This design comes from an exercise in tuning for small area and a short achievable clock period on the open sky130 flow, not from production work. Function was checked by simulation only, so behaviour that the tests miss may differ from the original. Power is estimated from default activity; no workload was simulated.

===== design/flow/flow/run.sh =====
#!/bin/bash
# Layout: the standard flow, with timing repair asked to leave 9 ns of setup slack
# (aiming at a 4 ns path) instead of none. The clock and constraints are unchanged.
set -euo pipefail
bash standard.sh SETUP_SLACK_MARGIN=9 finish > standard_flow.log 2>&1

===== design/flow/standard.sh =====
#!/bin/bash
# synth_recipe.tcl (not shown) runs the flow's synth.tcl, then flattens the netlist and writes it again
# the make line also repeats each setting of config.mk as NAME=value (left out here)
make -C /OpenROAD-flow-scripts/flow DESIGN_CONFIG=/design/flow/config.mk WORK_HOME=/design/flow/orfs CLKGATE_MAP_FILE= SYNTH_SCRIPT=/design/flow/synth_recipe.tcl "${@:-finish}"

===== design/flow/config.mk =====
export PLATFORM = sky130hd
export DESIGN_NAME = sincos_unit
export DESIGN_NICKNAME = sincos_unit
export VERILOG_FILES = /design/flow/design.v
export SDC_FILE = /design/flow/constraint.sdc
export NUM_CORES = 4
export LEC_CHECK = 0
export ABC_AREA = 1
export CAP_MARGIN = 40
export CORE_AREA = 5 5 215 215
export DIE_AREA = 0 0 220 220
export PLACE_DENSITY = 0.6
export SLEW_MARGIN = 40
export SYNTH_MEMORY_MAX_BITS = 131072

===== design/flow/constraint.sdc =====
create_clock -name core_clock -period 13.0 [get_ports {clk}]
set_input_delay 2.6000 -clock core_clock [delete_from_list [all_inputs] [get_ports {clk}]]
set_output_delay 2.6000 -clock core_clock [all_outputs]
set_load 0.01 [all_outputs]

===== design/flow/design.v =====
module sine_quarter_rom (
    input  wire [6:0]  s,
    output reg  [18:0] kl,
    output reg  [9:0]  sl,
    output reg  [2:0]  rl,
    output reg  [18:0] kh,
    output reg  [9:0]  sh,
    output reg  [2:0]  rh
);
    always @(*) begin
        case (s)
            7'd0: begin kl = 19'd0; sl = 10'd804; rl = 3'b000; kh = 19'd524283; sh = 10'd1; rh = 3'b000; end
            7'd1: begin kl = 19'd3216; sl = 10'd804; rl = 3'b000; kh = 19'd524248; sh = 10'd8; rh = 3'b000; end
            7'd2: begin kl = 19'd6434; sl = 10'd805; rl = 3'b000; kh = 19'd524200; sh = 10'd12; rh = 3'b110; end
            7'd3: begin kl = 19'd9652; sl = 10'd804; rl = 3'b000; kh = 19'd524134; sh = 10'd17; rh = 3'b000; end
            7'd4: begin kl = 19'd12868; sl = 10'd804; rl = 3'b000; kh = 19'd524042; sh = 10'd23; rh = 3'b000; end
            7'd5: begin kl = 19'd16086; sl = 10'd803; rl = 3'b000; kh = 19'd523935; sh = 10'd27; rh = 3'b000; end
            7'd6: begin kl = 19'd19296; sl = 10'd804; rl = 3'b000; kh = 19'd523804; sh = 10'd32; rh = 3'b111; end
            7'd7: begin kl = 19'd22515; sl = 10'd803; rl = 3'b000; kh = 19'd523659; sh = 10'd37; rh = 3'b000; end
            7'd8: begin kl = 19'd25724; sl = 10'd804; rl = 3'b000; kh = 19'd523490; sh = 10'd42; rh = 3'b010; end
            7'd9: begin kl = 19'd28940; sl = 10'd802; rl = 3'b100; kh = 19'd523303; sh = 10'd47; rh = 3'b001; end
            7'd10: begin kl = 19'd32150; sl = 10'd803; rl = 3'b000; kh = 19'd523099; sh = 10'd51; rh = 3'b000; end
            7'd11: begin kl = 19'd35362; sl = 10'd802; rl = 3'b000; kh = 19'd522870; sh = 10'd57; rh = 3'b000; end
            7'd12: begin kl = 19'd38570; sl = 10'd802; rl = 3'b000; kh = 19'd522622; sh = 10'd62; rh = 3'b010; end
            7'd13: begin kl = 19'd41776; sl = 10'd802; rl = 3'b001; kh = 19'd522358; sh = 10'd66; rh = 3'b010; end
            7'd14: begin kl = 19'd44984; sl = 10'd801; rl = 3'b000; kh = 19'd522068; sh = 10'd72; rh = 3'b011; end
            7'd15: begin kl = 19'd48188; sl = 10'd800; rl = 3'b000; kh = 19'd521764; sh = 10'd76; rh = 3'b110; end
            7'd16: begin kl = 19'd51388; sl = 10'd800; rl = 3'b000; kh = 19'd521442; sh = 10'd81; rh = 3'b000; end
            7'd17: begin kl = 19'd54588; sl = 10'd800; rl = 3'b000; kh = 19'd521094; sh = 10'd87; rh = 3'b000; end
            7'd18: begin kl = 19'd57790; sl = 10'd799; rl = 3'b000; kh = 19'd520731; sh = 10'd91; rh = 3'b001; end
            7'd19: begin kl = 19'd60985; sl = 10'd799; rl = 3'b000; kh = 19'd520344; sh = 10'd96; rh = 3'b111; end
            7'd20: begin kl = 19'd64180; sl = 10'd798; rl = 3'b000; kh = 19'd519943; sh = 10'd101; rh = 3'b100; end
            7'd21: begin kl = 19'd67373; sl = 10'd797; rl = 3'b000; kh = 19'd519522; sh = 10'd105; rh = 3'b000; end
            7'd22: begin kl = 19'd70560; sl = 10'd796; rl = 3'b000; kh = 19'd519078; sh = 10'd111; rh = 3'b000; end
            7'd23: begin kl = 19'd73744; sl = 10'd796; rl = 3'b000; kh = 19'd518612; sh = 10'd116; rh = 3'b011; end
            7'd24: begin kl = 19'd76931; sl = 10'd795; rl = 3'b000; kh = 19'd518132; sh = 10'd120; rh = 3'b110; end
            7'd25: begin kl = 19'd80110; sl = 10'd795; rl = 3'b000; kh = 19'd517634; sh = 10'd125; rh = 3'b000; end
            7'd26: begin kl = 19'd83290; sl = 10'd793; rl = 3'b000; kh = 19'd517110; sh = 10'd131; rh = 3'b000; end
            7'd27: begin kl = 19'd86463; sl = 10'd793; rl = 3'b000; kh = 19'd516571; sh = 10'd135; rh = 3'b001; end
            7'd28: begin kl = 19'd89632; sl = 10'd792; rl = 3'b000; kh = 19'd516008; sh = 10'd140; rh = 3'b111; end
            7'd29: begin kl = 19'd92803; sl = 10'd791; rl = 3'b000; kh = 19'd515432; sh = 10'd144; rh = 3'b110; end
            7'd30: begin kl = 19'd95966; sl = 10'd791; rl = 3'b000; kh = 19'd514834; sh = 10'd150; rh = 3'b000; end
            7'd31: begin kl = 19'd99129; sl = 10'd789; rl = 3'b000; kh = 19'd514215; sh = 10'd155; rh = 3'b001; end
            7'd32: begin kl = 19'd102284; sl = 10'd788; rl = 3'b000; kh = 19'd513579; sh = 10'd159; rh = 3'b000; end
            7'd33: begin kl = 19'd105436; sl = 10'd788; rl = 3'b000; kh = 19'd512920; sh = 10'd164; rh = 3'b111; end
            7'd34: begin kl = 19'd108588; sl = 10'd786; rl = 3'b000; kh = 19'd512247; sh = 10'd169; rh = 3'b000; end
            7'd35: begin kl = 19'd111734; sl = 10'd785; rl = 3'b000; kh = 19'd511550; sh = 10'd174; rh = 3'b010; end
            7'd36: begin kl = 19'd114872; sl = 10'd784; rl = 3'b000; kh = 19'd510838; sh = 10'd178; rh = 3'b010; end
            7'd37: begin kl = 19'd118011; sl = 10'd783; rl = 3'b000; kh = 19'd510100; sh = 10'd184; rh = 3'b000; end
            7'd38: begin kl = 19'd121142; sl = 10'd782; rl = 3'b000; kh = 19'd509348; sh = 10'd188; rh = 3'b110; end
            7'd39: begin kl = 19'd124270; sl = 10'd781; rl = 3'b000; kh = 19'd508579; sh = 10'd193; rh = 3'b000; end
            7'd40: begin kl = 19'd127395; sl = 10'd779; rl = 3'b000; kh = 19'd507786; sh = 10'd198; rh = 3'b010; end
            7'd41: begin kl = 19'd130510; sl = 10'd779; rl = 3'b000; kh = 19'd506978; sh = 10'd202; rh = 3'b000; end
            7'd42: begin kl = 19'd133625; sl = 10'd777; rl = 3'b000; kh = 19'd506144; sh = 10'd208; rh = 3'b000; end
            7'd43: begin kl = 19'd136732; sl = 10'd776; rl = 3'b000; kh = 19'd505296; sh = 10'd212; rh = 3'b111; end
            7'd44: begin kl = 19'd139836; sl = 10'd774; rl = 3'b100; kh = 19'd504431; sh = 10'd217; rh = 3'b000; end
            7'd45: begin kl = 19'd142934; sl = 10'd773; rl = 3'b000; kh = 19'd503546; sh = 10'd221; rh = 3'b000; end
            7'd46: begin kl = 19'd146024; sl = 10'd772; rl = 3'b000; kh = 19'd502638; sh = 10'd227; rh = 3'b000; end
            7'd47: begin kl = 19'd149114; sl = 10'd770; rl = 3'b000; kh = 19'd501715; sh = 10'd231; rh = 3'b000; end
            7'd48: begin kl = 19'd152195; sl = 10'd769; rl = 3'b000; kh = 19'd500768; sh = 10'd236; rh = 3'b111; end
            7'd49: begin kl = 19'd155268; sl = 10'd768; rl = 3'b000; kh = 19'd499808; sh = 10'd240; rh = 3'b110; end
            7'd50: begin kl = 19'd158342; sl = 10'd765; rl = 3'b000; kh = 19'd498826; sh = 10'd246; rh = 3'b010; end
            7'd51: begin kl = 19'd161403; sl = 10'd765; rl = 3'b000; kh = 19'd497830; sh = 10'd249; rh = 3'b000; end
            7'd52: begin kl = 19'd164462; sl = 10'd763; rl = 3'b000; kh = 19'd496810; sh = 10'd255; rh = 3'b000; end
            7'd53: begin kl = 19'd167514; sl = 10'd761; rl = 3'b000; kh = 19'd495775; sh = 10'd259; rh = 3'b000; end
            7'd54: begin kl = 19'd170556; sl = 10'd760; rl = 3'b000; kh = 19'd494716; sh = 10'd264; rh = 3'b000; end
            7'd55: begin kl = 19'd173596; sl = 10'd758; rl = 3'b000; kh = 19'd493643; sh = 10'd269; rh = 3'b000; end
            7'd56: begin kl = 19'd176628; sl = 10'd756; rl = 3'b000; kh = 19'd492551; sh = 10'd273; rh = 3'b000; end
            7'd57: begin kl = 19'd179654; sl = 10'd755; rl = 3'b000; kh = 19'd491438; sh = 10'd278; rh = 3'b000; end
            7'd58: begin kl = 19'd182674; sl = 10'd753; rl = 3'b000; kh = 19'd490307; sh = 10'd283; rh = 3'b000; end
            7'd59: begin kl = 19'd185687; sl = 10'd751; rl = 3'b000; kh = 19'd489159; sh = 10'd287; rh = 3'b000; end
            7'd60: begin kl = 19'd188688; sl = 10'd750; rl = 3'b001; kh = 19'd487988; sh = 10'd292; rh = 3'b111; end
            7'd61: begin kl = 19'd191691; sl = 10'd747; rl = 3'b000; kh = 19'd486804; sh = 10'd296; rh = 3'b111; end
            7'd62: begin kl = 19'd194678; sl = 10'd746; rl = 3'b000; kh = 19'd485603; sh = 10'd301; rh = 3'b000; end
            7'd63: begin kl = 19'd197660; sl = 10'd744; rl = 3'b000; kh = 19'd484383; sh = 10'd305; rh = 3'b000; end
            7'd64: begin kl = 19'd200638; sl = 10'd742; rl = 3'b000; kh = 19'd483142; sh = 10'd310; rh = 3'b000; end
            7'd65: begin kl = 19'd203604; sl = 10'd740; rl = 3'b000; kh = 19'd481882; sh = 10'd315; rh = 3'b000; end
            7'd66: begin kl = 19'd206566; sl = 10'd739; rl = 3'b000; kh = 19'd480607; sh = 10'd319; rh = 3'b000; end
            7'd67: begin kl = 19'd209520; sl = 10'd736; rl = 3'b000; kh = 19'd479308; sh = 10'd324; rh = 3'b011; end
            7'd68: begin kl = 19'd212466; sl = 10'd734; rl = 3'b000; kh = 19'd477996; sh = 10'd328; rh = 3'b111; end
            7'd69: begin kl = 19'd215400; sl = 10'd732; rl = 3'b000; kh = 19'd476667; sh = 10'd333; rh = 3'b000; end
            7'd70: begin kl = 19'd218330; sl = 10'd730; rl = 3'b010; kh = 19'd475319; sh = 10'd337; rh = 3'b100; end
            7'd71: begin kl = 19'd221251; sl = 10'd729; rl = 3'b000; kh = 19'd473955; sh = 10'd341; rh = 3'b000; end
            7'd72: begin kl = 19'd224166; sl = 10'd725; rl = 3'b000; kh = 19'd472570; sh = 10'd346; rh = 3'b000; end
            7'd73: begin kl = 19'd227064; sl = 10'd724; rl = 3'b111; kh = 19'd471166; sh = 10'd351; rh = 3'b000; end
            7'd74: begin kl = 19'd229962; sl = 10'd722; rl = 3'b000; kh = 19'd469747; sh = 10'd355; rh = 3'b000; end
            7'd75: begin kl = 19'd232851; sl = 10'd719; rl = 3'b000; kh = 19'd468311; sh = 10'd359; rh = 3'b000; end
            7'd76: begin kl = 19'd235726; sl = 10'd718; rl = 3'b000; kh = 19'd466852; sh = 10'd364; rh = 3'b000; end
            7'd77: begin kl = 19'd238598; sl = 10'd715; rl = 3'b000; kh = 19'd465380; sh = 10'd368; rh = 3'b000; end
            7'd78: begin kl = 19'd241456; sl = 10'd712; rl = 3'b100; kh = 19'd463891; sh = 10'd373; rh = 3'b000; end
            7'd79: begin kl = 19'd244307; sl = 10'd711; rl = 3'b000; kh = 19'd462383; sh = 10'd377; rh = 3'b000; end
            7'd80: begin kl = 19'd247148; sl = 10'd708; rl = 3'b000; kh = 19'd460859; sh = 10'd381; rh = 3'b000; end
            7'd81: begin kl = 19'd249982; sl = 10'd706; rl = 3'b000; kh = 19'd459314; sh = 10'd386; rh = 3'b010; end
            7'd82: begin kl = 19'd252807; sl = 10'd703; rl = 3'b000; kh = 19'd457754; sh = 10'd390; rh = 3'b010; end
            7'd83: begin kl = 19'd255619; sl = 10'd701; rl = 3'b000; kh = 19'd456178; sh = 10'd394; rh = 3'b010; end
            7'd84: begin kl = 19'd258422; sl = 10'd699; rl = 3'b000; kh = 19'd454583; sh = 10'd399; rh = 3'b001; end
            7'd85: begin kl = 19'd261216; sl = 10'd696; rl = 3'b000; kh = 19'd452974; sh = 10'd402; rh = 3'b010; end
            7'd86: begin kl = 19'd264002; sl = 10'd693; rl = 3'b000; kh = 19'd451346; sh = 10'd407; rh = 3'b000; end
            7'd87: begin kl = 19'd266775; sl = 10'd691; rl = 3'b000; kh = 19'd449696; sh = 10'd412; rh = 3'b000; end
            7'd88: begin kl = 19'd269539; sl = 10'd689; rl = 3'b000; kh = 19'd448039; sh = 10'd415; rh = 3'b000; end
            7'd89: begin kl = 19'd272294; sl = 10'd686; rl = 3'b000; kh = 19'd446356; sh = 10'd420; rh = 3'b000; end
            7'd90: begin kl = 19'd275039; sl = 10'd683; rl = 3'b000; kh = 19'd444660; sh = 10'd424; rh = 3'b000; end
            7'd91: begin kl = 19'd277771; sl = 10'd681; rl = 3'b000; kh = 19'd442948; sh = 10'd428; rh = 3'b000; end
            7'd92: begin kl = 19'd280494; sl = 10'd678; rl = 3'b010; kh = 19'd441219; sh = 10'd433; rh = 3'b000; end
            7'd93: begin kl = 19'd283204; sl = 10'd676; rl = 3'b000; kh = 19'd439472; sh = 10'd436; rh = 3'b110; end
            7'd94: begin kl = 19'd285910; sl = 10'd673; rl = 3'b000; kh = 19'd437711; sh = 10'd441; rh = 3'b000; end
            7'd95: begin kl = 19'd288600; sl = 10'd670; rl = 3'b000; kh = 19'd435931; sh = 10'd445; rh = 3'b000; end
            7'd96: begin kl = 19'd291282; sl = 10'd667; rl = 3'b000; kh = 19'd434136; sh = 10'd448; rh = 3'b100; end
            7'd97: begin kl = 19'd293950; sl = 10'd665; rl = 3'b000; kh = 19'd432326; sh = 10'd453; rh = 3'b000; end
            7'd98: begin kl = 19'd296610; sl = 10'd661; rl = 3'b000; kh = 19'd430498; sh = 10'd457; rh = 3'b000; end
            7'd99: begin kl = 19'd299255; sl = 10'd659; rl = 3'b000; kh = 19'd428650; sh = 10'd462; rh = 3'b010; end
            7'd100: begin kl = 19'd301888; sl = 10'd656; rl = 3'b111; kh = 19'd426791; sh = 10'd465; rh = 3'b100; end
            7'd101: begin kl = 19'd304514; sl = 10'd654; rl = 3'b000; kh = 19'd424915; sh = 10'd469; rh = 3'b000; end
            7'd102: begin kl = 19'd307130; sl = 10'd650; rl = 3'b000; kh = 19'd423023; sh = 10'd473; rh = 3'b000; end
            7'd103: begin kl = 19'd309731; sl = 10'd647; rl = 3'b000; kh = 19'd421115; sh = 10'd477; rh = 3'b000; end
            7'd104: begin kl = 19'd312319; sl = 10'd645; rl = 3'b000; kh = 19'd419191; sh = 10'd481; rh = 3'b000; end
            7'd105: begin kl = 19'd314896; sl = 10'd642; rl = 3'b001; kh = 19'd417251; sh = 10'd485; rh = 3'b000; end
            7'd106: begin kl = 19'd317464; sl = 10'd638; rl = 3'b100; kh = 19'd415295; sh = 10'd489; rh = 3'b000; end
            7'd107: begin kl = 19'd320016; sl = 10'd636; rl = 3'b000; kh = 19'd413323; sh = 10'd493; rh = 3'b000; end
            7'd108: begin kl = 19'd322560; sl = 10'd632; rl = 3'b000; kh = 19'd411335; sh = 10'd497; rh = 3'b000; end
            7'd109: begin kl = 19'd325090; sl = 10'd630; rl = 3'b000; kh = 19'd409332; sh = 10'd500; rh = 3'b110; end
            7'd110: begin kl = 19'd327608; sl = 10'd626; rl = 3'b100; kh = 19'd407315; sh = 10'd505; rh = 3'b000; end
            7'd111: begin kl = 19'd330115; sl = 10'd623; rl = 3'b000; kh = 19'd405280; sh = 10'd508; rh = 3'b110; end
            7'd112: begin kl = 19'd332604; sl = 10'd620; rl = 3'b111; kh = 19'd403232; sh = 10'd512; rh = 3'b000; end
            7'd113: begin kl = 19'd335087; sl = 10'd617; rl = 3'b000; kh = 19'd401168; sh = 10'd516; rh = 3'b000; end
            7'd114: begin kl = 19'd337554; sl = 10'd614; rl = 3'b010; kh = 19'd399088; sh = 10'd520; rh = 3'b011; end
            7'd115: begin kl = 19'd340010; sl = 10'd611; rl = 3'b000; kh = 19'd396999; sh = 10'd523; rh = 3'b000; end
            7'd116: begin kl = 19'd342455; sl = 10'd607; rl = 3'b000; kh = 19'd394890; sh = 10'd527; rh = 3'b000; end
            7'd117: begin kl = 19'd344880; sl = 10'd604; rl = 3'b010; kh = 19'd392766; sh = 10'd531; rh = 3'b000; end
            7'd118: begin kl = 19'd347299; sl = 10'd601; rl = 3'b000; kh = 19'd390627; sh = 10'd535; rh = 3'b000; end
            7'd119: begin kl = 19'd349700; sl = 10'd598; rl = 3'b001; kh = 19'd388474; sh = 10'd538; rh = 3'b010; end
            7'd120: begin kl = 19'd352092; sl = 10'd594; rl = 3'b100; kh = 19'd386306; sh = 10'd542; rh = 3'b000; end
            7'd121: begin kl = 19'd354470; sl = 10'd591; rl = 3'b000; kh = 19'd384122; sh = 10'd546; rh = 3'b010; end
            7'd122: begin kl = 19'd356835; sl = 10'd587; rl = 3'b000; kh = 19'd381927; sh = 10'd549; rh = 3'b100; end
            7'd123: begin kl = 19'd359180; sl = 10'd584; rl = 3'b111; kh = 19'd379716; sh = 10'd552; rh = 3'b000; end
            7'd124: begin kl = 19'd361519; sl = 10'd581; rl = 3'b000; kh = 19'd377491; sh = 10'd557; rh = 3'b000; end
            7'd125: begin kl = 19'd363842; sl = 10'd578; rl = 3'b000; kh = 19'd375248; sh = 10'd560; rh = 3'b111; end
            7'd126: begin kl = 19'd366154; sl = 10'd573; rl = 3'b000; kh = 19'd372999; sh = 10'd563; rh = 3'b000; end
            7'd127: begin kl = 19'd368447; sl = 10'd571; rl = 3'b000; kh = 19'd370730; sh = 10'd567; rh = 3'b000; end
        endcase
    end
endmodule
module sine_seg_prep (
    input  wire [1:0]  o,
    input  wire [1:0]  k,       
    input  wire [1:0]  sl,      
    input  wire [2:0]  r,
    output wire [1:0]  c2,
    output wire        cy,
    output wire        r0,
    output wire        r1
);
    assign r0 = (o == 2'd0) ? 1'b0 : r[o - 2'd1];
    assign r1 = (o == 2'd3) ? 1'b0 : r[o];
    wire [5:0]  i = {o, k, sl};
    localparam [63:0] C2_0 = 64'h6ea8aa00ec800000;
    localparam [63:0] C2_1 = 64'h8000000000000000;
    localparam [63:0] CY   = 64'h08cec4a88a4cec80;
    assign c2 = {C2_1[i], C2_0[i]};
    assign cy = CY[i];
endmodule
module sine_seg_parts (
    input  wire [1:0]  o,
    input  wire [16:0] ka,      
    input  wire [8:0]  sa,      
    input  wire [1:0]  c2,
    input  wire        cy,
    input  wire        r0,
    input  wire        r1,
    input  wire [4:0]  wt,
    input  wire [4:0]  wc,
    output wire [16:0] a,
    output wire [12:0] p,
    output wire [5:0]  x
);
    wire [7:0]  s4 = sa[8:1];
    wire [16:0] x0 = ka;
    wire [16:0] x1 = o[0] ? {9'd0, s4} : 17'd0;
    wire [16:0] x2 = o[1] ? {8'd0, sa} : 17'd0;
    wire [16:0] xs = x0 ^ x1 ^ x2;
    wire [16:0] xc = {((x0[15:0] & x1[15:0]) | (x0[15:0] & x2[15:0]) | (x1[15:0] & x2[15:0])), 1'b0};
    add_ks #(.W(17), .L(5)) add_a (.a(xs), .b(xc), .c({15'd0, c2}), .y(a));
    wire [12:0] p0 = wt[0] ? {5'd0, s4}         : 13'd0;
    wire [12:0] p1 = wt[1] ? {4'd0, s4, 1'b0}   : 13'd0;
    wire [12:0] p2 = wt[2] ? {3'd0, s4, 2'b00}  : 13'd0;
    wire [12:0] p3 = wt[3] ? {2'd0, s4, 3'b000} : (wt[4] ? {1'd0, s4, 4'b0000} : 13'd0);
    wire [12:0] ys = p0 ^ p1 ^ p2;
    wire [12:0] yc = {((p0[11:0] & p1[11:0]) | (p0[11:0] & p2[11:0]) | (p1[11:0] & p2[11:0])), 1'b0};
    add_ks #(.W(13), .L(4)) add_p (.a(ys), .b(yc), .c(p3), .y(p));
    wire [5:0]  q0 = cy ? {1'b0, wt} : 6'd0;
    wire [5:0]  q1 = r1 ? {1'b0, wt} : 6'd0;
    wire [5:0]  q2 = r0 ? {1'b0, wc} : 6'd0;
    assign x = q0 + q1 + q2;
endmodule
module sine_seg_sum (
    input  wire [16:0] a,
    input  wire [12:0] p,
    input  wire [5:0]  x,
    output wire [20:0] mag
);
    add_ks #(.W(21), .L(5)) add_m (.a({a, 4'b0000}), .b({8'd0, p}), .c({15'd0, x}), .y(mag));
endmodule
module add_ks #(parameter W = 16, parameter L = 4) (
    input  wire [W-1:0] a,
    input  wire [W-1:0] b,
    input  wire [W-1:0] c,
    output wire [W-1:0] y
);
    wire [W-1:0] u = a ^ b ^ c;
    wire [W-1:0] v = {((a[W-2:0] & b[W-2:0]) | (a[W-2:0] & c[W-2:0]) | (b[W-2:0] & c[W-2:0])), 1'b0};
    wire [W-1:0] g [0:L];
    wire [W-1:0] t [0:L];
    assign g[0] = u & v;
    assign t[0] = u ^ v;
    genvar i, j;
    generate
        for (i = 0; i < L; i = i + 1) begin : g_lvl
            for (j = 0; j < W; j = j + 1) begin : g_bit
                if (j >= (1 << i)) begin : g_op
                    assign g[i+1][j] = g[i][j] | (t[i][j] & g[i][j - (1 << i)]);
                    assign t[i+1][j] = t[i][j] & t[i][j - (1 << i)];
                end else begin : g_pass
                    assign g[i+1][j] = g[i][j];
                    assign t[i+1][j] = t[i][j];
                end
            end
        end
    endgenerate
    assign y = t[0] ^ {g[L][W-2:0], 1'b0};
endmodule
module fix_to_f32 (
    input  wire [20:0] m,
    output reg  [30:0] f
);
    reg [4:0]  msb;
    reg [23:0] frac;
    integer    k;
    always @(*) begin
        msb = 5'd0;
        for (k = 0; k < 21; k = k + 1)
            if (m[k])
                msb = k[4:0];
        frac = {3'b000, m} << (5'd23 - msb);
        if (m == 21'd0)
            f = 31'd0;
        else
            f = {8'd106 + {3'b000, msb}, frac[22:0]};
    end
endmodule
module sincos_unit (
    input  wire        clk,
    input  wire        rst,
    input  wire        in_valid,
    input  wire [15:0] in_angle,
    output reg         out_valid,
    output wire [31:0] out_sin,
    output wire [31:0] out_cos
);
    reg        s1_valid;
    reg [15:0] s1_angle;
    always @(posedge clk) begin
        if (rst)
            s1_valid <= 1'b0;
        else
            s1_valid <= in_valid;
        s1_angle <= in_angle;
    end
    wire        odd = s1_angle[13];
    wire [12:0] uf  = s1_angle[12:0] ^ {13{odd}};
    wire [4:0]  wl  = {1'b0, uf[3:0]} + {4'd0, odd};       
    wire [4:0]  wh  = {1'b0, ~uf[3:0]} + {4'd0, ~odd};     
    wire [18:0] kl, kh;
    wire [9:0]  sl, sh;
    wire [2:0]  rl, rh;
    sine_quarter_rom rom (.s(uf[12:6]), .kl(kl), .sl(sl), .rl(rl), .kh(kh), .sh(sh), .rh(rh));
    wire [1:0]  ol = uf[5:4];
    wire [1:0]  oh = ~uf[5:4];
    reg        s2_valid;
    reg [1:0]  s2_ol, s2_oh;
    reg [4:0]  s2_wl, s2_wh;
    reg [18:0] s2_kl, s2_kh;
    reg [9:0]  s2_sl, s2_sh;
    reg [2:0]  s2_rl, s2_rh;
    reg        s2_sin_lo, s2_sin_neg, s2_cos_neg;
    always @(posedge clk) begin
        if (rst)
            s2_valid <= 1'b0;
        else
            s2_valid <= s1_valid;
        s2_ol      <= ol;
        s2_oh      <= oh;
        s2_wl      <= wl;
        s2_wh      <= wh;
        s2_kl      <= kl;
        s2_sl      <= sl;
        s2_rl      <= rl;
        s2_kh      <= kh;
        s2_sh      <= sh;
        s2_rh      <= rh;
        s2_sin_lo  <= ~(s1_angle[14] ^ s1_angle[13]);
        s2_sin_neg <= s1_angle[15];
        s2_cos_neg <= s1_angle[15] ^ s1_angle[14];
    end
    wire [1:0]  c2l, c2h;
    wire        cyl, cyh, r0l, r0h, r1l, r1h;
    sine_seg_prep prep_lo (.o(s2_ol), .k(s2_kl[1:0]), .sl(s2_sl[1:0]), .r(s2_rl), .c2(c2l), .cy(cyl), .r0(r0l), .r1(r1l));
    sine_seg_prep prep_hi (.o(s2_oh), .k(s2_kh[1:0]), .sl(s2_sh[1:0]), .r(s2_rh), .c2(c2h), .cy(cyh), .r0(r0h), .r1(r1h));
    wire [16:0] al, ah;
    wire [12:0] pl, ph;
    wire [5:0]  xl, xh;
    sine_seg_parts pt_lo (.o(s2_ol), .ka(s2_kl[18:2]), .sa(s2_sl[9:1]), .c2(c2l), .cy(cyl), .r0(r0l),
                          .r1(r1l), .wt(s2_wl), .wc(s2_wh), .a(al), .p(pl), .x(xl));
    sine_seg_parts pt_hi (.o(s2_oh), .ka(s2_kh[18:2]), .sa(s2_sh[9:1]), .c2(c2h), .cy(cyh), .r0(r0h),
                          .r1(r1h), .wt(s2_wh), .wc(s2_wl), .a(ah), .p(ph), .x(xh));
    reg        s3_valid;
    reg [16:0] s3_al, s3_ah;
    reg [12:0] s3_pl, s3_ph;
    reg [5:0]  s3_xl, s3_xh;
    reg        s3_sin_lo, s3_sin_neg, s3_cos_neg;
    always @(posedge clk) begin
        if (rst)
            s3_valid <= 1'b0;
        else
            s3_valid <= s2_valid;
        s3_al      <= al;
        s3_pl      <= pl;
        s3_xl      <= xl;
        s3_ah      <= ah;
        s3_ph      <= ph;
        s3_xh      <= xh;
        s3_sin_lo  <= s2_sin_lo;
        s3_sin_neg <= s2_sin_neg;
        s3_cos_neg <= s2_cos_neg;
    end
    wire [20:0] mag_lo;
    wire [20:0] mag_hi;
    sine_seg_sum sm_lo (.a(s3_al), .p(s3_pl), .x(s3_xl), .mag(mag_lo));
    sine_seg_sum sm_hi (.a(s3_ah), .p(s3_ph), .x(s3_xh), .mag(mag_hi));
    reg        s4_valid;
    reg [20:0] s4_lo;
    reg [19:0] s4_hi;
    reg        s4_sin_lo, s4_sin_neg, s4_cos_neg;
    always @(posedge clk) begin
        if (rst)
            s4_valid <= 1'b0;
        else
            s4_valid <= s3_valid;
        s4_lo      <= mag_lo;
        s4_hi      <= mag_hi[19:0];     
        s4_sin_lo  <= s3_sin_lo;
        s4_sin_neg <= s3_sin_neg;
        s4_cos_neg <= s3_cos_neg;
    end
    wire [30:0] f_lo;
    wire [30:0] f_hi = {8'd126, s4_hi, 3'b000};
    fix_to_f32 cv (.m(s4_lo), .f(f_lo));
    wire        lo_zero = (s4_lo == 21'd0);
    reg  [28:0] o_sin, o_cos;
    always @(posedge clk) begin
        if (rst)
            out_valid <= 1'b0;
        else
            out_valid <= s4_valid;
        o_sin <= s4_sin_lo ? {s4_sin_neg & ~lo_zero, f_lo[30:3]} : {s4_sin_neg, f_hi[30:3]};
        o_cos <= s4_sin_lo ? {s4_cos_neg, f_hi[30:3]} : {s4_cos_neg & ~lo_zero, f_lo[30:3]};
    end
    assign out_sin = {o_sin, 3'b000};
    assign out_cos = {o_cos, 3'b000};
endmodule

==> flow_summary.rst, run 1 <==
.. list-table::
   :header-rows: 1

   * - Metric
     - Value
   * - Final routed wire length divided by cell count
     - 29.4 um
   * - Worst path cell trace
     - buf_4 > or2_1 > nand2_2 > buf_4 > clkinv_2 > buf_4 > nor2_1 > inv_1 > nor2_1 > inv_1 > o21ai_0 > a2111oi_1 > a31oi_1
   * - Fraction of synthesized cell area taken by the top area cell type
     - 0.277
   * - Total number of placement rows
     - 77
   * - Data required, critical path
     - 13.45 ns
   * - Total grt overflow
     - 0
   * - Power density normalized to cell area
     - 227 nW/um2
   * - Critical path's slowest cell
     - sky130_fd_sc_hd__a2111oi_1
   * - Relative slew slack
     - 0.439
   * - Filler Cells Inserted
     - 4272
   * - Most common cell after layout, fill and taps aside
     - sky130_fd_sc_hd__nand2_1
   * - Main area contributors after synthesis
     - sky130_fd_sc_hd__dfxtp_1 28%, sky130_fd_sc_hd__ha_1 10%, sky130_fd_sc_hd__nand2_1 10%
   * - Flip-flop and latch count after synthesis
     - 275
   * - Average size of a mapped cell
     - 7.09 um2
   * - Number of violations of the max-capacitance limit
     - 0
   * - Number of buffers added on ports
     - 77
   * - Later-pin clock latency in the skew report
     - 0.63 ns
   * - Critical path's largest stage delay
     - 0.76 ns
   * - Startpoint of the most critical register-to-register path
     - s1_angle[13]$_DFF_P_
   * - Clock transition time at the flip-flop clock pins of the worst setup and hold paths
     - 0.07 ns
   * - Setup repair after global routing missed its margin
     - true
   * - Post-route DRC
     - 0
   * - Worst min-delay path category
     - flop to flop
   * - Met3 layer wire length in the routed design
     - 11500 um
   * - Vias per cell
     - 6.25
   * - Highest achievable clock rate
     - 0.245 GHz
   * - Initial Utilization
     - 0.452
   * - Maximum count of clock buffers along a single path
     - 3
   * - Die height
     - 220 um
   * - Final wirelength
     - 102000 um
   * - Gate family responsible for the most delay along the worst path
     - buffers and inverters
   * - Leading cell types in the layout, fill and taps excluded
     - 530 x sky130_fd_sc_hd__nand2_1, 376 x sky130_fd_sc_hd__inv_1, 264 x sky130_fd_sc_hd__dfxtp_1
   * - CP arrival
     - 4.53 ns
   * - CTS H-tree lvls
     - 1
   * - Setup skew after layout
     - 0.0323 ns
   * - Num CTS Buffers
     - 30
   * - Global placer's final weighted congestion
     - 1.12
   * - Number of warning messages in the yosys log
     - 6
   * - Global-route usage over all layers
     - 0.408
   * - Wire length of the first global-routing pass
     - 144000 um
   * - Count of mapped cells out of synthesis
     - 2800
   * - Detailed Place HPWL
     - 76300 um
   * - Total count of max-transition violations in the final report
     - 0
   * - Number of nets in the finished design
     - 3080
   * - DRC violation total after the first TritonRoute iteration
     - 3098
   * - Vias after detailed routing
     - 21595
   * - Pin slew with the least headroom to its limit
     - 0.839 ns
   * - Non-filler instance count after layout
     - 3455
   * - Critical Path Start
     - s1_angle[13]$_DFF_P_
   * - Floorplan core area
     - 43900 um2
   * - Wire length on met2
     - 43700 um
   * - Wl on met1
     - 37100 um
   * - Number of distinct library cells after synthesis
     - 64
   * - Fraction of the core area covered by cells at the end of the flow
     - 0.507
   * - Routed Antenna Nets
     - 0
   * - Startpoint Class
     - flop
   * - Proportion of register bits with asynchronous set or reset after synthesis
     - 0
   * - Cell count after placement
     - 3394
   * - Standby leakage power
     - 11.0 nW
   * - Tcrit/Tclk final
     - 0.314
   * - Hold path start
     - s2_cos_neg$_DFF_P_
   * - Relative area change from synthesis to final layout
     - 12.2%
   * - Most common flop cell mapped by yosys
     - sky130_fd_sc_hd__dfxtp_1
   * - Pre-antenna DRT Iters
     - 8
   * - Sequential-to-total area share from yosys stat
     - 0.277
   * - Maximum number of pins on one net before global-route repair
     - 53
   * - Die area
     - 48400 um2
   * - Maximum vdd ir drop
     - 0.179 mV
   * - Number of setup violations in the final report
     - 0
   * - CTS tree
     - built
   * - CTS Root Buffer Type
     - sky130_fd_sc_hd__clkbuf_16
   * - Most used cell, CP
     - sky130_fd_sc_hd__buf_4
   * - Post-synth EDFFs
     - 0
   * - Antenna violations before repair
     - 3
   * - Number of endpoints with negative hold slack in the final report
     - 0
   * - Cell taking the most area after synthesis
     - sky130_fd_sc_hd__dfxtp_1
   * - Cell area after technology mapping
     - 19900 um2
   * - Worst-path fanout max
     - 33
   * - Share of cells above drive strength 1
     - 0.0612
   * - Vias in the first global route
     - 21101
   * - Final setup TNS
     - 0 ns
   * - Width of the chip
     - 220 um
   * - Uppermost metal layer occupied by signal nets
     - met5
   * - Clock Sink Count
     - 275
   * - Period minus WS final
     - 4.08 ns
   * - IO Count
     - 84
   * - Endpoint class of the critical path
     - flop
   * - Number of buffer and inverter instances along the worst setup path
     - 6
   * - Worst setup path category
     - flop to flop
   * - Run status
     - complete, no violations
-- worst reg2reg max path, cell delays in order, from the launching register on --
cell and delay (ns):
sky130_fd_sc_hd__dfxtp_1 0.31, sky130_fd_sc_hd__buf_4 0.34, sky130_fd_sc_hd__or2_1 0.20, sky130_fd_sc_hd__nand2_2 0.04, sky130_fd_sc_hd__buf_4 0.25, sky130_fd_sc_hd__clkinv_2 0.36
sky130_fd_sc_hd__buf_4 0.54, sky130_fd_sc_hd__nor2_1 0.13, sky130_fd_sc_hd__inv_1 0.19, sky130_fd_sc_hd__nor2_1 0.13, sky130_fd_sc_hd__inv_1 0.32, sky130_fd_sc_hd__o21ai_0 0.15
sky130_fd_sc_hd__a2111oi_1 0.76, sky130_fd_sc_hd__a31oi_1 0.22
-- synth_stat cells (36+ instances only) --
| cell type | number |
|---|---|
| sky130_fd_sc_hd__nor3_1 | 36 |
| sky130_fd_sc_hd__fa_1 | 66 |
| sky130_fd_sc_hd__o21ai_0 | 194 |
| sky130_fd_sc_hd__nor2_1 | 259 |
| sky130_fd_sc_hd__dfxtp_1 | 275 |
| sky130_fd_sc_hd__nand4_1 | 37 |
| sky130_fd_sc_hd__a21oi_1 | 198 |
| sky130_fd_sc_hd__inv_1 | 380 |
| sky130_fd_sc_hd__clkbuf_1 | 76 |
| sky130_fd_sc_hd__o22ai_1 | 36 |
| sky130_fd_sc_hd__xnor2_1 | 36 |
| sky130_fd_sc_hd__nand3_1 | 187 |
| sky130_fd_sc_hd__ha_1 | 160 |
| sky130_fd_sc_hd__xor2_1 | 57 |
| sky130_fd_sc_hd__nand2_1 | 533 |
-- cells by family after synthesis --
| family | share of synthesized area |
|---|---|
| AND/OR/NAND/NOR | 0.230 |
| AO/OA/AOI/OAI | 0.178 |
| buffers and inverters | 0.103 |
| flip-flops | 0.277 |
| adder cells (fa/ha/maj) | 0.167 |
| XOR/XNOR | 0.0441 |
| other | 0.000189 |
-- path summary, 6_finish.rpt --
check / depth (start not counted) / endpoint / slack, ns
worst max-delay path: 13 / s2_kl[10]$_DFF_P_ / 8.92
worst min-delay path: 0 / s3_cos_neg$_DFF_P_ / 0.33
worst max register to register: 13 / s2_kl[10]$_DFF_P_ / 8.92
worst min register to register: 0 / s3_cos_neg$_DFF_P_ / 0.33
-- routing by layer --
layer  vias up  track usage
met5         -            0
met4         2        0.281
met3       448        0.107
met2      1588        0.628
met1     10190        0.498
li1       9367            -
-- timing repair --
item / 4_1_cts / 5_1_grt
gates cloned: 0 / 0
buffers inserted: 0 / 1
endpoints found under the setup margin: 66 / 30
resized for setup: 65 / 33
hold buffers: 0 / 0
-- state kept, by name, summed over array words and instances, names as in the netlist, 13 cells and up --
signal,cells
s4_hi,20
o_cos,29
s1_angle,16
s4_lo,21
s3_ah,16
s2_kh,18
s3_pl,13
s3_al,17
s2_kl,19
o_sin,29
s3_ph,13
-- cell type report --
class	instances	area [um2]	area share
multi-input combinational	2013	12500	0.559
sequential	275	5520	0.248
inverter	394	1480	0.0666
timing repair buffer	121	1050	0.0470
clock buffer	36	813	0.0365
tap	592	741	0.0333
clock inverter	20	201	0.00904
antenna	4	10.0	0.000449
-- power breakdown --
part | internal (W) | total [W] | switching [W]
sequential | 0.00117 | 0.00142 | 0.000255
clock | 0.000477 | 0.000886 | 0.000409
combinational | 0.000953 | 0.00275 | 0.00179
total | 0.00260 | 0.00506 | 0.00246
-- through the flow --
stage	setup slack, ns	hold WS (ns)	cell area, um2	total power, W
floorplan	9.31	0.310	19900	0.00308
global placement	8.66	0.311	21200	0.00397
detailed placement	8.78	0.314	21200	0.00408
CTS	8.91	0.330	22100	0.00494
global route	8.93	0.335	22300	0.00537
finish	8.92	0.328	22300	0.00506
==> run 2, diff against run 1 <==
==> design/flow/flow/run.sh (replaced) <==
#!/bin/bash
# Layout: the standard flow, with timing repair asked to leave 9.25 ns of setup slack
# (aiming at a 3.75 ns path) instead of none. The clock and constraints are unchanged.
set -euo pipefail
bash standard.sh SETUP_SLACK_MARGIN=9.25 finish > standard_flow.log 2>&1
==> flow_summary.rst, run 2 <==
.. list-table::
   :header-rows: 1

   * - Metric
     - Value
   * - Global-route usage over all layers
     - 0.408 (about the same)
   * - Number of setup violations in the final report
     - 0 (unchanged)
   * - Die height
     - 220 um (unchanged)
   * - Power density normalized to cell area
     - 228 nW/um2 (+0.44%)
   * - Sequential share of power
     - 0.280 (about the same)
   * - Initial Utilization
     - 0.452 (unchanged)
   * - Routed Antenna Nets
     - 0 (unchanged)
   * - Number of nets in the finished design
     - 3090 (+0.32%)
   * - Xor/xnor cell area share of the yosys netlist
     - 0.0441 (unchanged)
   * - Area used by sequential logic in the layout
     - 5540 um2 (+0.34%)
   * - Number of buffer and inverter instances along the worst setup path
     - 6 (unchanged)
   * - Main combinational cell family by area after synthesis
     - simple AND/OR/NAND/NOR gates
   * - Relative area change from synthesis to final layout
     - 12.3% (about the same)
   * - Most common cell in the synthesized netlist
     - sky130_fd_sc_hd__nand2_1
   * - Part of the power in the clock network
     - 0.174 (about the same)
   * - Total number of placement rows
     - 77 (unchanged)
   * - Clock Sink Count
     - 275 (unchanged)
   * - Share of synthesized area spent on multiplexers
     - 0 (unchanged)
   * - DRC violation total after the first TritonRoute iteration
     - 3137 (+1.3%)
   * - Number of cells on the critical path
     - 12 (-1)
   * - Most common flop cell mapped by yosys
     - sky130_fd_sc_hd__dfxtp_1
   * - Vias after detailed routing
     - 21515 (-0.37%)
   * - Standby leakage power
     - 11.0 nW (-0.14%)
   * - Startpoint of the most critical register-to-register path
     - s1_angle[13]$_DFF_P_
   * - Main area contributors after synthesis
     - sky130_fd_sc_hd__dfxtp_1 28%, sky130_fd_sc_hd__ha_1 10%, sky130_fd_sc_hd__nand2_1 10%
   * - Die area
     - 48400 um2 (unchanged)
   * - Total count of max-transition violations in the final report
     - 0 (unchanged)
   * - Flop-to-flop setup slack
     - 9.22 ns (+0.30 ns)
   * - Simple-gate portion of the synthesized area
     - 0.230 (unchanged)
   * - Run status
     - complete, no violations
   * - Worst-path fanout max
     - 19 (-42%)
   * - Floorplan core area
     - 43900 um2 (unchanged)
   * - DP Worst Slack
     - 8.78 ns (unchanged)
   * - Number of warning messages in the yosys log
     - 6 (unchanged)
   * - Final wirelength
     - 102000 um (+0.24%)
   * - Worst min-delay path category
     - flop to flop
   * - Detailed Place HPWL
     - 76300 um (unchanged)
   * - Number of violations of the max-capacitance limit
     - 0 (unchanged)
   * - Setup repair after global routing missed its margin
     - true
   * - Flip-flop and latch count after synthesis
     - 275 (unchanged)
   * - Critical path's largest stage delay
     - 0.58 ns (-0.18 ns)
   * - Net Switching
     - 0.00248 W (+0.73%)
   * - Share of cells above drive strength 1
     - 0.0959 (+0.0346)
   * - Worst Slack Setup Final
     - 9.22 ns (+0.304 ns)
   * - Internal power
     - 0.00260 W (+0.26%)
   * - Critical path's slowest cell
     - sky130_fd_sc_hd__nor2_1
   * - Vias per cell
     - 6.21 (-0.60%)
   * - Pin slew with the least headroom to its limit
     - 0.844 ns (+0.00419 ns)
   * - Critical Path Start
     - s1_angle[13]$_DFF_P_
   * - Most used cell, CP
     - sky130_fd_sc_hd__inv_1
   * - Final routed wire length divided by cell count
     - 29.4 um (about the same)
   * - Sequential-to-total area share from yosys stat
     - 0.277 (unchanged)
   * - Final setup TNS
     - 0 ns (unchanged)
   * - Count of mapped cells out of synthesis
     - 2800 (unchanged)
   * - Area taken by multi-input logic gates
     - 12500 um2 (+0.69%)
   * - Wire length of the first global-routing pass
     - 144000 um (about the same)
   * - Power after layout
     - 0.00508 W (+0.49%)
   * - Cell taking the most area after synthesis
     - sky130_fd_sc_hd__dfxtp_1
   * - Compound-Gate Fraction of Synth Area
     - 0.178 (unchanged)
   * - Global placer's final weighted congestion
     - 1.12 (unchanged)
   * - Combinational share of power
     - 0.546 (+0.002)
   * - Number of distinct library cells after synthesis
     - 64 (unchanged)
   * - Arithmetic-cell share of the synthesized area counting full adders, half adders and majority gates
     - 0.167 (unchanged)
   * - Gate family responsible for the most delay along the worst path
     - buffers and inverters
   * - Total grt overflow
     - 0 (unchanged)
   * - Most common cell after layout, fill and taps aside
     - sky130_fd_sc_hd__nand2_1
   * - Worst path cell trace
     - buf_6 > xnor2_1 > buf_4 > inv_1 > buf_4 > nor2_1 > inv_1 > nand2_1 > o21ai_0 > a221oi_1 > o22ai_1 > inv_1
   * - Proportion of register bits with asynchronous set or reset after synthesis
     - 0 (unchanged)
   * - Num CTS Buffers
     - 30 (unchanged)
   * - Startpoint Class
     - flop
   * - Leading cell types in the layout, fill and taps excluded
     - 529 x sky130_fd_sc_hd__nand2_1, 372 x sky130_fd_sc_hd__inv_1, 259 x sky130_fd_sc_hd__dfxtp_1
   * - Tcrit/Tclk final
     - 0.290 (-0.0234)
   * - Hold buffer count at CTS
     - 0 (unchanged)
   * - Critical Path End
     - s2_kl[7]$_DFF_P_
   * - Maximum vdd ir drop
     - 0.177 mV (-1.1%)
   * - CTS tree
     - built
   * - Average size of a mapped cell
     - 7.09 um2 (unchanged)
   * - Maximum number of pins on one net before global-route repair
     - 53 (unchanged)
   * - Clock transition time at the flip-flop clock pins of the worst setup and hold paths
     - 0.07 ns (about the same)
   * - Largest registers ranked by flip-flop count
     - o_cos x29, o_sin x29, s4_lo x21
   * - Later-pin clock latency in the skew report
     - 0.62 ns (about the same)
   * - CTS H-tree lvls
     - 1 (unchanged)
   * - Setup skew after layout
     - 0.0279 ns (-0.00439 ns)
   * - Post-route DRC
     - 0 (unchanged)
   * - Worst r2r path cells
     - 12 (-1)
   * - Post-synth EDFFs
     - 0 (unchanged)
   * - Relative slew slack
     - 0.433 (-0.00619)
   * - Maximum count of clock buffers along a single path
     - 3 (unchanged)
   * - Endpoint class of the critical path
     - flop
   * - Highest achievable clock rate
     - 0.265 GHz (+8.0%)
   * - Number of endpoints with negative hold slack in the final report
     - 0 (unchanged)
   * - Pre-antenna DRT Iters
     - 8 (unchanged)
   * - CP arrival
     - 4.33 ns (-0.20 ns)
   * - Filler Cells Inserted
     - 4265 (-0.16%)
   * - Number of buffers added on ports
     - 77 (unchanged)
   * - Endpoint of the worst register-to-register path
     - s2_kl[7]$_DFF_P_
   * - Vias in the first global route
     - 21122 (+0.10%)
   * - CTS Root Buffer Type
     - sky130_fd_sc_hd__clkbuf_16
   * - Period minus WS final
     - 3.78 ns (-0.304 ns)
   * - Worst setup path category
     - flop to flop
   * - IO Count
     - 84 (unchanged)
   * - Antenna violations before repair
     - 2 (-1)
   * - Cell area after technology mapping
     - 19900 um2 (unchanged)
   * - Top cells by count, synth
     - 533 x sky130_fd_sc_hd__nand2_1, 380 x sky130_fd_sc_hd__inv_1, 275 x sky130_fd_sc_hd__dfxtp_1, 259 x sky130_fd_sc_hd__nor2_1, 198 x sky130_fd_sc_hd__a21oi_1
   * - Width of the chip
     - 220 um (unchanged)
   * - Fraction of synthesized cell area taken by the top area cell type
     - 0.277 (unchanged)
   * - Switching share of total power
     - 0.487 (+0.00116)
   * - Data required, critical path
     - 13.55 ns (+0.10 ns)
run 2: changes by cell type in the layout (fill, tap and decap cells not counted), sizes merged:
cell,previous run,this run
diode,4,2
clkbuf,36,37
clkinv,15,13
inv,391,392
buf,44,105
clkinvlp,7,8
dlygate4sd2,59,0
clkdlybuf4s15,0,7
run 2: timing repair:
action / 4_1_cts / 5_1_grt
gates cloned: 0 / 0
setup buffers: 1 / 10
pin swaps: 2 / 6
gates resized for setup: 246 / 74
setup endpoints to repair: 96 / 69
run 2: per-stage QoR:
step                      cell area, um2  hold slack, ns  utilization  cells
after floorplan                    19900           0.310            -   2805
after global placement             21200           0.311        0.482   3394
after detailed placement           21200           0.314        0.483   3394
after CTS                          22100           0.330        0.504   3451
after global routing               22300           0.335        0.507   3462
final                              22300           0.330        0.507   3463
run 2: area by class of cell:
cell class	count	share of cell area
clock inverter	20	0.00904
timing repair buffer	131	0.0428
multi-input combinational	2013	0.563
inverter	394	0.0668
tap	592	0.0332
clock buffer	36	0.0365
sequential	275	0.249
antenna	2	0.000225
run 2: cell families after synthesis:
logic type      Yosys count
xor+xnor                 96
flops                   275
fa+ha+maj               226
compound gates          599
buf+inv                 517
simple gates           1086
other cells               1
run 2: power groups by stage:
stage,clock (W),combinational (W),sequential [W]
after CTS,0.000892,0.00266,0.00141
after detailed placement,0,0.00266,0.00142
after floorplan,0,0.00175,0.00133
after global placement,0,0.00255,0.00142
final,0.000885,0.00277,0.00142
after global routing,0.000927,0.00302,0.00144
run 2: layer usage:
layer  vias to the layer above  global-route usage  share of wire
li1                       9387                   -              -
met1                     10156               0.500           0.37
met2                      1539               0.628           0.43
met3                       433               0.105           0.11
met4                         0               0.283          0.089
met5                         -                   0              0
run 2: worst register-to-register path: cells and delay by family (launching register included):
kind / cells / cell delay (ns)
XOR/XNOR: 1 / 0.18
flip-flops: 1 / 0.32
buffers and inverters: 6 / 1.43
AO/OA/AOI/OAI: 3 / 0.80
AND/OR/NAND/NOR: 2 / 0.99
run 2: worst min-delay path by stage:
stage                              end          startpoint  slack [ns]  cells after the start
finish              s4_cos_neg$_DFF_P_  s3_cos_neg$_DFF_P_        0.33                      0
global route        s3_cos_neg$_DFF_P_  s2_cos_neg$_DFF_P_        0.33                      0
CTS                 s3_cos_neg$_DFF_P_  s2_cos_neg$_DFF_P_        0.33                      0
detailed placement  s3_sin_neg$_DFF_P_  s2_sin_neg$_DFF_P_        0.31                      0
global placement     s4_sin_lo$_DFF_P_   s3_sin_lo$_DFF_P_        0.31                      0
floorplan           s3_cos_neg$_DFF_P_  s2_cos_neg$_DFF_P_        0.31                      0
==> run 3, diff against run 2 <==
--- a/design/flow/design.v
+++ b/design/flow/design.v
@@ -235,3 +235,3 @@
     reg [4:0]  msb;
-    reg [23:0] frac;
+    reg [20:0] n;
     integer    k;
@@ -242,3 +242,3 @@
                 msb = k[4:0];
-        frac = {3'b000, m} << (5'd23 - msb);
+        n = m << (5'd20 - msb);
         if (m == 21'd0)
@@ -246,3 +246,3 @@
         else
-            f = {8'd106 + {3'b000, msb}, frac[22:0]};
+            f = {8'd106 + {3'b000, msb}, n[19:0], 3'b000};
     end
==> flow_summary.rst, run 3 <==
.. list-table::
   :header-rows: 1

   * - Metric
     - Value
   * - Run status
     - complete, no violations
   * - Endpoint of the worst register-to-register path
     - s2_kh[0]$_DFF_P_
   * - Standby leakage power
     - 10.9 nW (-0.42%)
   * - Setup repair after global routing missed its margin
     - true
   * - Total grt overflow
     - 0 (unchanged)
   * - Pre-antenna DRT Iters
     - 8 (unchanged)
   * - Arithmetic-cell share of the synthesized area counting full adders, half adders and majority gates
     - 0.169 (+0.00124)
   * - Number of warning messages in the yosys log
     - 6 (unchanged)
   * - DRC violation total after the first TritonRoute iteration
     - 2912 (-7.2%)
   * - Global routing met3 resource utilization
     - 0.107 (+0.00275)
   * - Share of synthesized area spent on multiplexers
     - 0 (unchanged)
   * - Maximum vdd ir drop
     - 0.128 mV (-28%)
   * - Initial Utilization
     - 0.449 (-0.00333)
   * - Number of setup violations in the final report
     - 0 (unchanged)
   * - Relative area change from synthesis to final layout
     - 14.1%
   * - Min Hold Slack
     - 0.326 ns (-0.00363 ns)
   * - Die area
     - 48400 um2 (unchanged)
   * - Gr busiest metal
     - met2
   * - Period minus WS final
     - 3.86 ns (+0.0829 ns)
   * - Most used cell, CP
     - sky130_fd_sc_hd__buf_4
   * - Number of violations of the max-capacitance limit
     - 0 (unchanged)
   * - Final setup TNS
     - 0 ns (unchanged)
   * - Proportion of register bits with asynchronous set or reset after synthesis
     - 0 (unchanged)
   * - Worst min-delay path category
     - flop to flop
   * - Total number of placement rows
     - 77 (unchanged)
   * - Flop-to-flop setup slack
     - 9.14 ns (-0.08 ns)
   * - Post-synth EDFFs
     - 0 (unchanged)
   * - Critical Path End
     - s2_kh[0]$_DFF_P_
   * - Maximum number of pins on one net before global-route repair
     - 61 (+15%)
   * - Routed Antenna Nets
     - 0 (unchanged)
   * - Xor/xnor cell area share of the yosys netlist
     - 0.0440 (-0.0000537)
   * - Global placer's final weighted congestion
     - 1.18 (+5.5%)
   * - Number of endpoints with negative hold slack in the final report
     - 0 (unchanged)
   * - Most common flop cell mapped by yosys
     - sky130_fd_sc_hd__dfxtp_1
   * - Global-route met1 utilization
     - 0.453 (-0.0472)
   * - Simple-gate portion of the synthesized area
     - 0.220 (-0.0101)
   * - Most common cell in the synthesized netlist
     - sky130_fd_sc_hd__nand2_1
   * - Vias after detailed routing
     - 21287 (-1.1%)
   * - Main area contributors after synthesis
     - sky130_fd_sc_hd__dfxtp_1 28%, sky130_fd_sc_hd__ha_1 10%, sky130_fd_sc_hd__nand2_1 10%
   * - CTS Root Buffer Type
     - sky130_fd_sc_hd__clkbuf_16
   * - Total count of max-transition violations in the final report
     - 0 (unchanged)
   * - Antenna violations before repair
     - 4 (+2)
   * - Number of nets in the finished design
     - 3060 (-0.97%)
   * - CTS H-tree lvls
     - 1 (unchanged)
   * - Tcrit/Tclk final
     - 0.297 (+0.00638)
   * - Highest achievable clock rate
     - 0.259 GHz (-2.1%)
   * - Later-pin clock latency in the skew report
     - 0.60 ns (-0.02 ns)
   * - Endpoint class of the critical path
     - flop
   * - Detailed Place HPWL
     - 68000 um (-11%)
   * - Wire length of the first global-routing pass
     - 134000 um (-7.3%)
   * - Floorplan core area
     - 43900 um2 (unchanged)
   * - Worst setup path category
     - flop to flop
   * - Clock transition time at the flip-flop clock pins of the worst setup and hold paths
     - 0.06 ns (about the same)
   * - CTS tree
     - built
   * - Most common cell after layout, fill and taps aside
     - sky130_fd_sc_hd__nand2_1
   * - Average size of a mapped cell
     - 7.14 um2 (+0.66%)
   * - Worst r2r path cells
     - 13 (+1)
   * - Relative slew slack
     - 0.401 (-0.0322)
   * - Startpoint Class
     - flop
   * - IO Count
     - 84 (unchanged)
   * - Maximum count of clock buffers along a single path
     - 3 (unchanged)
   * - Setup skew after layout
     - 0.0250 ns (-0.00297 ns)
   * - Global-route usage over all layers
     - 0.374 (-0.0346)
   * - Data required, critical path
     - 13.41 ns (-0.14 ns)
   * - Critical Path Start
     - s1_angle[13]$_DFF_P_
   * - Flip-flop and latch count after synthesis
     - 275 (unchanged)
   * - Share of cells above drive strength 1
     - 0.102 (+0.00661)
   * - Top cells by count, synth
     - 530 x sky130_fd_sc_hd__nand2_1, 366 x sky130_fd_sc_hd__inv_1, 275 x sky130_fd_sc_hd__dfxtp_1, 244 x sky130_fd_sc_hd__nor2_1, 193 x sky130_fd_sc_hd__a21oi_1
   * - Leading cell types in the layout, fill and taps excluded
     - 524 x sky130_fd_sc_hd__nand2_1, 359 x sky130_fd_sc_hd__inv_1, 260 x sky130_fd_sc_hd__dfxtp_1
   * - Critical path's largest stage delay
     - 0.50 ns (-0.08 ns)
   * - Vias per cell
     - 6.20 (-0.28%)
   * - Filler Cells Inserted
     - 4378 (+2.6%)
   * - Worst-path fanout max
     - 39 (+20)
   * - Worst path cell trace
     - buf_6 > or2_1 > nand2_2 > buf_8 > inv_2 > buf_4 > nor2_2 > buf_4 > inv_1 > nand2_1 > o21ai_0 > a2111oi_1 > a31oi_1
   * - Cell area after technology mapping
     - 19700 um2 (-0.74%)
   * - Vias in the first global route
     - 20160 (-4.6%)
   * - Clock Sink Count
     - 275 (unchanged)
   * - Final routed wire length divided by cell count
     - 27.1 um (-7.9%)
   * - Main combinational cell family by area after synthesis
     - simple AND/OR/NAND/NOR gates
   * - Number of distinct library cells after synthesis
     - 67 (+4.7%)
   * - Pin slew with the least headroom to its limit
     - 0.899 ns (+0.0555 ns)
   * - Cell taking the most area after synthesis
     - sky130_fd_sc_hd__dfxtp_1
   * - Count of mapped cells out of synthesis
     - 2761 (-1.4%)
   * - Fraction of synthesized cell area taken by the top area cell type
     - 0.279 (+0.00206)
   * - CP arrival
     - 4.27 ns (-0.06 ns)
   * - Compound-Gate Fraction of Synth Area
     - 0.187 (+0.00888)
   * - Critical path's slowest cell
     - sky130_fd_sc_hd__a2111oi_1
   * - Startpoint of the most critical register-to-register path
     - s1_angle[13]$_DFF_P_
   * - Met2 routing resource usage after global routing
     - 0.574 (-0.0536)
   * - Number of buffers added on ports
     - 77 (unchanged)
   * - Sequential-to-total area share from yosys stat
     - 0.279 (+0.00206)
   * - Die height
     - 220 um (unchanged)
   * - Final wirelength
     - 93100 um (-8.6%)
   * - Post-route DRC
     - 0 (unchanged)
   * - Largest registers ranked by flip-flop count
     - o_cos x29, o_sin x29, s4_lo x21
   * - Power density normalized to cell area
     - 231 nW/um2 (+1.6%)
   * - Width of the chip
     - 220 um (unchanged)
   * - Num CTS Buffers
     - 31 (+3.3%)
run 3: worst min-delay path by stage:
| stage | from | endpoint | slack (ns) | depth (start not counted) |
|---|---|---|---|---|
| 2_1_floorplan | s2_cos_neg$_DFF_P_ | s3_cos_neg$_DFF_P_ | 0.31 | 0 |
| 3_3_place_gp | s2_sin_neg$_DFF_P_ | s3_sin_neg$_DFF_P_ | 0.31 | 0 |
| 3_5_place_dp | s2_cos_neg$_DFF_P_ | s3_cos_neg$_DFF_P_ | 0.31 | 0 |
| 4_1_cts | s2_cos_neg$_DFF_P_ | s3_cos_neg$_DFF_P_ | 0.33 | 0 |
| 5_1_grt | s3_sin_lo$_DFF_P_ | s4_sin_lo$_DFF_P_ | 0.33 | 0 |
| 6_report | s2_cos_neg$_DFF_P_ | s3_cos_neg$_DFF_P_ | 0.33 | 0 |
run 3: metrics by stage:
step	util	setup WS (ns)	std cells	total power [W]	area, um2
global placement	0.478	8.77	3349	0.00405	21000
floorplan	-	9.33	2766	0.00317	19700
finish	0.512	9.14	3436	0.00520	22500
global route	0.511	9.18	3432	0.00556	22500
CTS	0.506	9.18	3407	0.00509	22200
detailed placement	0.478	8.81	3349	0.00410	21000
run 3: what timing repair did:
action | CTS | global route
pin swaps | 0 | 9
gates cloned | 0 | 1
hold buffers | 0 | 0
gates resized for setup | 202 | 103
setup endpoints to repair | 106 | 114
setup buffers | 0 | 24
run 3: worst max-delay path: cells and delay by family (launching register included):
kind | cells | cell delay, ns
buffers and inverters | 6 | 1.31
flip-flops | 1 | 0.30
AO/OA/AOI/OAI | 3 | 0.93
AND/OR/NAND/NOR | 4 | 1.07
run 3: area by class of cell:
cell class	instances	area, um2	share of cell area
diodes	4	10.0	0.000445
clock buffers	40	850	0.0378
clock inverters	18	303	0.0135
inverters	383	1460	0.0651
multi-input cells	1989	12500	0.557
flip-flops and latches	275	5540	0.246
well taps	592	741	0.0330
repair buffers	134	1050	0.0466
repair inverters	1	7.51	0.000334
run 3: metal layers:
layer,vias to the layer above,wire [um]
met4,2,8960
met1,9875,33900
met3,479,11000
met2,1637,39200
li1,9294,-
met5,-,7
run 3: cells by family (layout without fill, tap and decap cells):
kind of cell | count (synthesis) | after routing
buffers and inverters | 502 | 576
adder cells (fa/ha/maj) | 226 | 226
AND/OR/NAND/NOR | 1038 | 1038
flip-flops | 275 | 275
XOR/XNOR | 96 | 96
AO/OA/AOI/OAI | 623 | 623
other | 1 | 10
run 3: power by group:
group | switching, W | leakage, nW | internal (W) | total (W)
clock network | 0.000387 | 0.555 | 0.000605 | 0.000992
registers | 0.000198 | 2.31 | 0.00116 | 0.00136
logic | 0.00184 | 8.05 | 0.00101 | 0.00285
total | 0.00242 | 10.9 | 0.00278 | 0.00520
==> run 4, diff against run 3 <==
==> design/flow/flow/run.sh (replaced) <==
#!/bin/bash
# Layout: the standard flow, with timing repair asked to leave 9.5 ns of setup slack
# (aiming at a 3.5 ns path) instead of none. The clock and constraints are unchanged.
set -euo pipefail
bash standard.sh SETUP_SLACK_MARGIN=9.5 finish > standard_flow.log 2>&1
==> flow_summary.rst, run 4 <==
.. list-table::
   :header-rows: 1

   * - Metric
     - Value
   * - Run status
     - complete, no violations
   * - Final routed wire length divided by cell count
     - 28.5 um (+5.3%)
   * - Flip-flop and latch count after synthesis
     - 275 (unchanged)
   * - Number of buffers added on ports
     - 77 (unchanged)
   * - Share of cells above drive strength 1
     - 0.148 (+0.0456)
   * - Number of setup violations in the final report
     - 0 (unchanged)
   * - Worst-path fanout max
     - 1 (-97%)
   * - Final setup TNS
     - 0 ns (unchanged)
   * - Global-route usage over all layers
     - 0.394 (+0.0205)
   * - Critical path's slowest cell
     - sky130_fd_sc_hd__dfxtp_2
   * - Fraction of synthesized cell area taken by the top area cell type
     - 0.279 (unchanged)
   * - Simple-gate portion of the synthesized area
     - 0.220 (unchanged)
   * - Worst setup path category
     - flop to primary output
   * - Detailed Place HPWL
     - 71200 um (+4.8%)
   * - Post-route DRC
     - 0 (unchanged)
   * - Maximum number of pins on one net before global-route repair
     - 70 (+15%)
   * - Pre-antenna DRT Iters
     - 9 (+1)
   * - Number of nets in the finished design
     - 3087 (+0.88%)
   * - Number of warning messages in the yosys log
     - 6 (unchanged)
   * - Critical path's largest stage delay
     - 0.32 ns (-0.18 ns)
   * - Total grt overflow
     - 0 (unchanged)
   * - Proportion of register bits with asynchronous set or reset after synthesis
     - 0 (unchanged)
   * - Vias in the first global route
     - 20690 (+2.6%)
   * - Cell taking the most area after synthesis
     - sky130_fd_sc_hd__dfxtp_1
   * - Global placer's final weighted congestion
     - 1.14 (-3.5%)
   * - Combinational share of power
     - 0.561 (+0.014)
   * - Standby leakage power
     - 11.1 nW (+2.1%)
   * - Die height
     - 220 um (unchanged)
   * - Vias per cell
     - 6.22 (+0.39%)
   * - Tcrit/Tclk final
     - 0.281 (-0.0158)
   * - Clock Sink Count
     - 275 (unchanged)
   * - Clock transition time at the flip-flop clock pins of the worst setup and hold paths
     - 0.06 ns (about the same)
   * - Internal power
     - 0.00286 W (+3.1%)
   * - Gate family responsible for the most delay along the worst path
     - flip-flops
   * - CTS tree
     - built
   * - Number of violations of the max-capacitance limit
     - 0 (unchanged)
   * - Average size of a mapped cell
     - 7.14 um2 (unchanged)
   * - Relative slew slack
     - 0.361 (-0.0393)
   * - Count of mapped cells out of synthesis
     - 2761 (unchanged)
   * - Final Cell Area
     - 23200 um2 (+3.3%)
   * - Most common cell in the synthesized netlist
     - sky130_fd_sc_hd__nand2_1
   * - Total count of max-transition violations in the final report
     - 0 (unchanged)
   * - Top cells by count, synth
     - 530 x sky130_fd_sc_hd__nand2_1, 366 x sky130_fd_sc_hd__inv_1, 275 x sky130_fd_sc_hd__dfxtp_1, 244 x sky130_fd_sc_hd__nor2_1, 193 x sky130_fd_sc_hd__a21oi_1
   * - Share of synthesized area spent on multiplexers
     - 0 (unchanged)
   * - Worst path cell trace
     - buf_6
   * - Main combinational cell family by area after synthesis
     - simple AND/OR/NAND/NOR gates
   * - Relative area change from synthesis to final layout
     - 17.8%
   * - Largest registers ranked by flip-flop count
     - o_cos x29, o_sin x29, s4_lo x21
   * - Initial Utilization
     - 0.449 (unchanged)
   * - Routed Antenna Nets
     - 0 (unchanged)
   * - Die area
     - 48400 um2 (unchanged)
   * - Instance area at placement
     - 21100 um2 (+0.33%)
   * - Antenna violations before repair
     - 9 (+5)
   * - Net Switching
     - 0.00248 W (+2.6%)
   * - Sequential share of power
     - 0.255 (-0.007)
   * - Setup repair after global routing missed its margin
     - true
   * - Switching share of total power
     - 0.465 (-0.00131)
   * - Arithmetic-cell share of the synthesized area counting full adders, half adders and majority gates
     - 0.169 (unchanged)
   * - Power density normalized to cell area
     - 230 nW/um2 (-0.44%)
   * - Later-pin clock latency in the skew report
     - 0.63 ns (+0.03 ns)
   * - Period minus WS final
     - 3.65 ns (-0.205 ns)
   * - Leading cell types in the layout, fill and taps excluded
     - 514 x sky130_fd_sc_hd__nand2_1, 348 x sky130_fd_sc_hd__inv_1, 224 x sky130_fd_sc_hd__dfxtp_1
   * - Endpoint class of the critical path
     - primary output
   * - Main area contributors after synthesis
     - sky130_fd_sc_hd__dfxtp_1 28%, sky130_fd_sc_hd__ha_1 10%, sky130_fd_sc_hd__nand2_1 10%
   * - Vias after detailed routing
     - 21506 (+1.0%)
   * - Compound-Gate Fraction of Synth Area
     - 0.187 (unchanged)
   * - Sequential-to-total area share from yosys stat
     - 0.279 (unchanged)
   * - Filler Cells Inserted
     - 4202 (-4.0%)
   * - Part of the power in the clock network
     - 0.183 (-0.008)
   * - Cell area after technology mapping
     - 19700 um2 (unchanged)
   * - Highest achievable clock rate
     - 0.274 GHz (+5.6%)
-- run 4: cell counts after synthesis --
Identical to the previous run, type by type.
-- run 4: area by class of cell --
class / instances / area share
Multi-Input combinational cell: 1989 / 0.553
Sequential cell: 275 / 0.241
Inverter: 383 / 0.0637
Timing Repair Buffer: 162 / 0.0616
Clock buffer: 38 / 0.0367
Tap cell: 592 / 0.0319
Clock inverter: 17 / 0.0121
Antenna cell: 2 / 0.000216
-- run 4: through the flow --
| stage | util | instances | total power, W |
|---|---|---|---|
| 6_report | 0.528 | 3458 | 0.00535 |
| 5_1_grt | 0.528 | 3456 | 0.00568 |
| 4_1_cts | 0.513 | 3438 | 0.00511 |
| 3_5_place_dp | 0.479 | 3354 | 0.00409 |
| 3_3_place_gp | 0.479 | 3354 | 0.00402 |
| 2_1_floorplan | - | 2766 | 0.00318 |
-- run 4: path summary, 6_finish.rpt --
check / from / cells after the start / slack [ns] / to
max: o_cos[13]$_DFF_P_ / 1 / 9.35 / out_cos[16]
min: s2_cos_neg$_DFF_P_ / 0 / 0.33 / s3_cos_neg$_DFF_P_
max reg2reg: s1_angle[13]$_DFF_P_ / 12 / 9.38 / s2_kl[4]$_DFF_P_
min reg2reg: s2_cos_neg$_DFF_P_ / 0 / 0.33 / s3_cos_neg$_DFF_P_
-- run 4: cells by family after synthesis --
kind of cell | Yosys count
XOR/XNOR | 96
flip-flops | 275
adder cells (fa/ha/maj) | 226
other | 1
buffers and inverters | 502
AO/OA/AOI/OAI | 623
AND/OR/NAND/NOR | 1038
-- run 4: metal layers --
layer,vias to the layer above,GRT usage,share of wire
met4,6,0.309,0.11
met5,-,0,0.00034
met1,10059,0.453,0.35
met2,1533,0.625,0.44
li1,9347,-,-
met3,561,0.100,0.10
-- run 4: power groups by stage --
stage	logic, W	clock network [W]	registers, W
2_1_floorplan	0.00186	0	0.00132
3_3_place_gp	0.00267	0	0.00136
3_5_place_dp	0.00273	0	0.00136
4_1_cts	0.00277	0.000988	0.00135
5_1_grt	0.00327	0.00102	0.00139
6_report	0.00300	0.000980	0.00137
-- run 4: timing repair --
action	in CTS	in global routing
endpoints found under the setup margin	162	152
cloned	0	2
setup buffers	29	16
gates resized for setup	352	155
pin swaps	8	32
hold buffers	0	0

Setup slack of run 4, layout unchanged: 9.346 ns with ideal ports, 9.287 ns with driving cells assumed (clock clkbuf_16, inputs buf_2), 9.384 ns with port delays also shifted by the 0.671 ns mid clock arrival.
